Background: an optimization exercise with open tools, aiming at small area and a short achievable clock period. Do not read the settings as production practice.
Power is estimated from default activity; no workload was simulated.

==> flow/design.v (excerpt) <==
module bsm_burst_check (
    input  wire         clk,
    input  wire         rst,           
    input  wire         in_valid,
    input  wire [639:0] in_burst,      
    input  wire [47:0]  in_addr,       
    input  wire [13:0]  in_gen,        
    output reg          out_valid,
    output wire [511:0] out_data,      
    output reg  [2:0]   out_cls0,      
    output reg  [2:0]   out_cls1,      
    output reg  [31:0]  out_synd0,     
    output reg  [31:0]  out_synd1,     
    output reg  [1:0]   out_ss,        
    output reg  [1:0]   out_poison,    
    output reg          out_addr_mis,  
    output reg          out_gen_mis,   
    output reg          out_wb,        
    output wire [15:0]  ce_cnt,        
    output wire [15:0]  ue_cnt         
);
==> module bsm_casement_syn, before the edit <==
module bsm_casement_syn (
    input  wire [288:0] word,
    output wire [15:0]  st,      
    output wire [15:0]  sm,      
    output wire         ss,      
    output wire [2:0]   cls,     
    output wire [15:0]  er,      
    output wire         ce,      
    output wire         ue,      
    output wire         poison   
);
    wire [255:0] d = word[255:0];
    wire [15:0]  tb = word[271:256];
    wire [15:0]  mb = word[287:272];
    wire         sb = word[288];
    reg [15:0] t;
    reg [15:0] m;
    integer    r, c;
    always @* begin
        for (r = 0; r < 16; r = r + 1)
            t[r] = ^d[16*r +: 16];
        for (c = 0; c < 16; c = c + 1) begin
            m[c] = 1'b0;
            for (r = 0; r < 16; r = r + 1)
                m[c] = m[c] ^ d[16*r + c];
        end
    end
    assign st = t ^ tb;
    assign sm = m ^ mb;
    assign ss = (^t) ^ sb;
    wire q = (^tb) ^ sb;
    wire zt, ot, zm, om;
    bsm_onehot16 u_t (.x(st), .z(zt), .o(ot));
    bsm_onehot16 u_m (.x(sm), .z(zm), .o(om));
    wire psn       = ~(|d) & (&tb) & (&mb) & sb;
    wire no_error  = zt & zm & ~q;
    wire data_err  = ot & om & ~q;
    wire corr      = (zt | ot) & (q ? zm : om);      
    wire unc       = ~(psn | no_error | corr);
    assign cls    = {psn, psn | unc | (corr & ~data_err), data_err | unc};
    assign er     = st & {16{data_err}};
    assign ce     = corr;
    assign ue     = unc;
    assign poison = psn | unc;
endmodule
==> module bsm_burst_check, before the edit <==
module bsm_burst_check (
    input  wire         clk,
    input  wire         rst,           
    input  wire         in_valid,
    input  wire [639:0] in_burst,      
    input  wire [47:0]  in_addr,       
    input  wire [13:0]  in_gen,        
    output reg          out_valid,
    output wire [511:0] out_data,      
    output reg  [2:0]   out_cls0,      
    output reg  [2:0]   out_cls1,      
    output reg  [31:0]  out_synd0,     
    output reg  [31:0]  out_synd1,     
    output reg  [1:0]   out_ss,        
    output reg  [1:0]   out_poison,    
    output reg          out_addr_mis,  
    output reg          out_gen_mis,   
    output reg          out_wb,        
    output wire [15:0]  ce_cnt,        
    output wire [15:0]  ue_cnt         
);
    wire [15:0] st0, sm0, st1, sm1, er0, er1;
    wire        ss0, ss1;
    wire [2:0]  cls0, cls1;
    wire        ce0, ue0, p0, ce1, ue1, p1;
    bsm_casement_syn u_syn0 (
        .word (in_burst[288:0]),
        .st (st0), .sm (sm0), .ss (ss0), .cls (cls0), .er (er0),
        .ce (ce0), .ue (ue0), .poison (p0)
    );
    bsm_casement_syn u_syn1 (
        .word (in_burst[577:289]),
        .st (st1), .sm (sm1), .ss (ss1), .cls (cls1), .er (er1),
        .ce (ce1), .ue (ue1), .poison (p1)
    );
    wire addr_mis  = (in_burst[625:578] != in_addr);
    wire gen_mis   = (in_burst[639:626] != in_gen);
    wire lintel_ok = ~addr_mis & ~gen_mis;
    wire cnt = in_valid & lintel_ok;
    reg [255:0] r_d0, r_d1;
    reg [15:0]  r_er0, r_er1;
    reg [1:0]   r_ce_inc, r_ue_inc;  
    always @(posedge clk) begin
        if (rst) begin
            out_valid <= 1'b0;
            r_ce_inc  <= 2'd0;
            r_ue_inc  <= 2'd0;
        end else begin
            out_valid <= in_valid;
            r_ce_inc  <= {cnt & ce0 & ce1, cnt & (ce0 ^ ce1)};
            r_ue_inc  <= {cnt & ue0 & ue1, cnt & (ue0 ^ ue1)};
        end
        r_d0         <= in_burst[255:0];
        r_d1         <= in_burst[544:289];
        r_er0        <= er0;
        r_er1        <= er1;
        out_cls0     <= cls0;
        out_cls1     <= cls1;
        out_synd0    <= {sm0, st0};
        out_synd1    <= {sm1, st1};
        out_ss       <= {ss1, ss0};
        out_poison   <= {p1, p0};
        out_addr_mis <= addr_mis;
        out_gen_mis  <= gen_mis;
        out_wb       <= lintel_ok & (ce0 | ce1);
    end
    wire [255:0] data0, data1;
    bsm_casement_fix u_fix0 (
        .d (r_d0), .er (r_er0), .sm (out_synd0[31:16]), .data (data0)
    );
    bsm_casement_fix u_fix1 (
        .d (r_d1), .er (r_er1), .sm (out_synd1[31:16]), .data (data1)
    );
    assign out_data = {data1, data0};
    bsm_err_cnt u_ce (.clk (clk), .rst (rst), .inc (r_ce_inc), .cnt (ce_cnt));
    bsm_err_cnt u_ue (.clk (clk), .rst (rst), .inc (r_ue_inc), .cnt (ue_cnt));
endmodule
==> module bsm_err_cnt, before the edit <==
module bsm_err_cnt (
    input  wire        clk,
    input  wire        rst,
    input  wire [1:0]  inc,
    output wire [15:0] cnt
);
    reg [15:0] c;
    reg [14:0] u;
    reg        cmax;
    wire sel_u = inc[1] | (inc[0] & c[0]);
    assign cnt[15:1] = sel_u ? u : c[15:1];
    assign cnt[0]    = inc[1] ? (c[0] | cmax) :
                       inc[0] ? (~c[0] | cmax) : c[0];
    always @(posedge clk) begin
        if (rst) begin
            c    <= 16'd0;
            u    <= 15'd1;
            cmax <= 1'b0;
        end else begin
            c    <= cnt;
            u    <= (&cnt[15:1]) ? 15'h7FFF : cnt[15:1] + 15'd1;
            cmax <= &cnt[15:1];
        end
    end
endmodule
export LEC_CHECK = 0
export CAP_MARGIN = 20
export CORE_AREA = 60 60 320 320
export DIE_AREA = 0 0 380 380
export SLEW_MARGIN = 20
create_clock -name core_clock -period 10.0 [get_ports {clk}]
standard.sh (not shown) runs the stock make flow with config.mk's settings and CLKGATE_MAP_FILE= SYNTH_SCRIPT=/design/flow/synth_recipe.tcl, a recipe that flattens the netlist after the stock synthesis.
==> flow/flow/run.sh <==
#!/bin/bash
# The standard layout, with two changes to how it is made:
#  - port buffers are buf_1 cells (the smallest buffer) instead of the
#    resizer's default pick; repair may still size them up;
#  - from clock-tree synthesis on, timing repair aims at a setup slack of
#    SETUP_MARGIN ns at the design's clock period, so the layout is
#    optimised for a shorter achieved period. The clock period and the
#    constraints are unchanged.
# Each make run's full output goes to its own log here; ORFS's per-step
# logs are under orfs/logs.
set -euo pipefail
SETUP_MARGIN=5.0
export BUFFER_PORTS_ARGS="-buffer_cell sky130_fd_sc_hd__buf_1"
bash standard.sh "BUFFER_PORTS_ARGS=$BUFFER_PORTS_ARGS" synth floorplan place \
    > make_synth_place.log 2>&1
bash standard.sh "BUFFER_PORTS_ARGS=$BUFFER_PORTS_ARGS" \
    SETUP_SLACK_MARGIN=$SETUP_MARGIN finish > make_cts_finish.log 2>&1
The baseline finished clean.
Edit:
--- a/flow/design.v
+++ b/flow/design.v
@@ -33,15 +33,15 @@
     bsm_onehot16 u_t (.x(st), .z(zt), .o(ot));
     bsm_onehot16 u_m (.x(sm), .z(zm), .o(om));
     wire psn       = ~(|d) & (&tb) & (&mb) & sb;
     wire no_error  = zt & zm & ~q;
     wire data_err  = ot & om & ~q;
-    wire corr      = (zt | ot) & (q ? zm : om);      
-    wire unc       = ~(psn | no_error | corr);
-    assign cls    = {psn, psn | unc | (corr & ~data_err), data_err | unc};
+    wire check_err = (ot & zm & q) | (zt & om & ~q) | (zt & zm & q);
+    wire unc       = ~(psn | no_error | data_err | check_err);
+    assign cls    = {psn, psn | check_err | unc, data_err | unc};
     assign er     = st & {16{data_err}};
-    assign ce     = corr;
+    assign ce     = data_err | check_err;
     assign ue     = unc;
     assign poison = psn | unc;
 endmodule
 module bsm_onehot16 (
     input  wire [15:0] x,
@@ -92,12 +92,12 @@
     output reg  [1:0]   out_ss,        
     output reg  [1:0]   out_poison,    
     output reg          out_addr_mis,  
     output reg          out_gen_mis,   
     output reg          out_wb,        
-    output wire [15:0]  ce_cnt,        
-    output wire [15:0]  ue_cnt         
+    output reg  [15:0]  ce_cnt,        
+    output reg  [15:0]  ue_cnt         
 );
     wire [15:0] st0, sm0, st1, sm1, er0, er1;
     wire        ss0, ss1;
     wire [2:0]  cls0, cls1;
     wire        ce0, ue0, p0, ce1, ue1, p1;
@@ -112,23 +112,28 @@
         .ce (ce1), .ue (ue1), .poison (p1)
     );
     wire addr_mis  = (in_burst[625:578] != in_addr);
     wire gen_mis   = (in_burst[639:626] != in_gen);
     wire lintel_ok = ~addr_mis & ~gen_mis;
-    wire cnt = in_valid & lintel_ok;
+    wire       cnt    = in_valid & lintel_ok;
+    wire [1:0] ce_inc = {cnt & ce0 & ce1, cnt & (ce0 ^ ce1)};
+    wire [1:0] ue_inc = {cnt & ue0 & ue1, cnt & (ue0 ^ ue1)};
+    wire [15:0] ce_p1 = (&ce_cnt)       ? 16'hFFFF : ce_cnt + 16'd1;
+    wire [15:0] ce_p2 = (&ce_cnt[15:1]) ? 16'hFFFF : ce_cnt + 16'd2;
+    wire [15:0] ue_p1 = (&ue_cnt)       ? 16'hFFFF : ue_cnt + 16'd1;
+    wire [15:0] ue_p2 = (&ue_cnt[15:1]) ? 16'hFFFF : ue_cnt + 16'd2;
     reg [255:0] r_d0, r_d1;
     reg [15:0]  r_er0, r_er1;
-    reg [1:0]   r_ce_inc, r_ue_inc;  
     always @(posedge clk) begin
         if (rst) begin
             out_valid <= 1'b0;
-            r_ce_inc  <= 2'd0;
-            r_ue_inc  <= 2'd0;
+            ce_cnt    <= 16'd0;
+            ue_cnt    <= 16'd0;
         end else begin
             out_valid <= in_valid;
-            r_ce_inc  <= {cnt & ce0 & ce1, cnt & (ce0 ^ ce1)};
-            r_ue_inc  <= {cnt & ue0 & ue1, cnt & (ue0 ^ ue1)};
+            ce_cnt    <= ce_inc[1] ? ce_p2 : ce_inc[0] ? ce_p1 : ce_cnt;
+            ue_cnt    <= ue_inc[1] ? ue_p2 : ue_inc[0] ? ue_p1 : ue_cnt;
         end
         r_d0         <= in_burst[255:0];
         r_d1         <= in_burst[544:289];
         r_er0        <= er0;
         r_er1        <= er1;
@@ -148,33 +153,6 @@
     );
     bsm_casement_fix u_fix1 (
         .d (r_d1), .er (r_er1), .sm (out_synd1[31:16]), .data (data1)
     );
     assign out_data = {data1, data0};
-    bsm_err_cnt u_ce (.clk (clk), .rst (rst), .inc (r_ce_inc), .cnt (ce_cnt));
-    bsm_err_cnt u_ue (.clk (clk), .rst (rst), .inc (r_ue_inc), .cnt (ue_cnt));
 endmodule
-module bsm_err_cnt (
-    input  wire        clk,
-    input  wire        rst,
-    input  wire [1:0]  inc,
-    output wire [15:0] cnt
-);
-    reg [15:0] c;
-    reg [14:0] u;
-    reg        cmax;
-    wire sel_u = inc[1] | (inc[0] & c[0]);
-    assign cnt[15:1] = sel_u ? u : c[15:1];
-    assign cnt[0]    = inc[1] ? (c[0] | cmax) :
-                       inc[0] ? (~c[0] | cmax) : c[0];
-    always @(posedge clk) begin
-        if (rst) begin
-            c    <= 16'd0;
-            u    <= 15'd1;
-            cmax <= 1'b0;
-        end else begin
-            c    <= cnt;
-            u    <= (&cnt[15:1]) ? 15'h7FFF : cnt[15:1] + 15'd1;
-            cmax <= &cnt[15:1];
-        end
-    end
-endmodule
Effect: The changed run finished with timing, DRC and antenna clean. Utilization goes up by 8.6 points. Global-route usage goes up by 0.83 points. Wire length goes up by 4.0%. Combinational power goes up by 31%. Synthesized area goes up by 1.6%. Cell area goes up by 12%. Cell count goes up by 4.6%. Total power goes up by 9.5%. Hold slack improved by 58 ps. Worst setup slack got worse by 460 ps. Die area is unchanged.
No run of this note included a check of the RTL's function; only the layout flow was run.

-- static timing again, ports no longer ideal --
No port has a modelled driver above. Below, the same layouts with a new extraction and two added sets of constraints. Step 1 assumes that a clkbuf_16 drives the clock port and a buf_2 every other input. Step 2 times the ports against the registers' clock, not the clock port: input delays grow and output delays shrink by t, the midpoint of the rising clock arrivals with the driver on. Slacks: ideal / step 1 / step 2; pairs: ideal / step 1.
| run | t (ns) | slack for setup (ns) | cell pins on the clock port's net |
|---|---|---|---|
| the first run | 0.704 | 5.058 / 4.998 / 4.294 | 1 |
| the second run | 0.716 | 4.600 / 4.481 / 3.765 | 1 |
After both steps setup and hold are still met in every run listed. The setup slack of the second run, which loses most, moves by -0.119 ns with the drivers and by -0.835 ns with both steps.
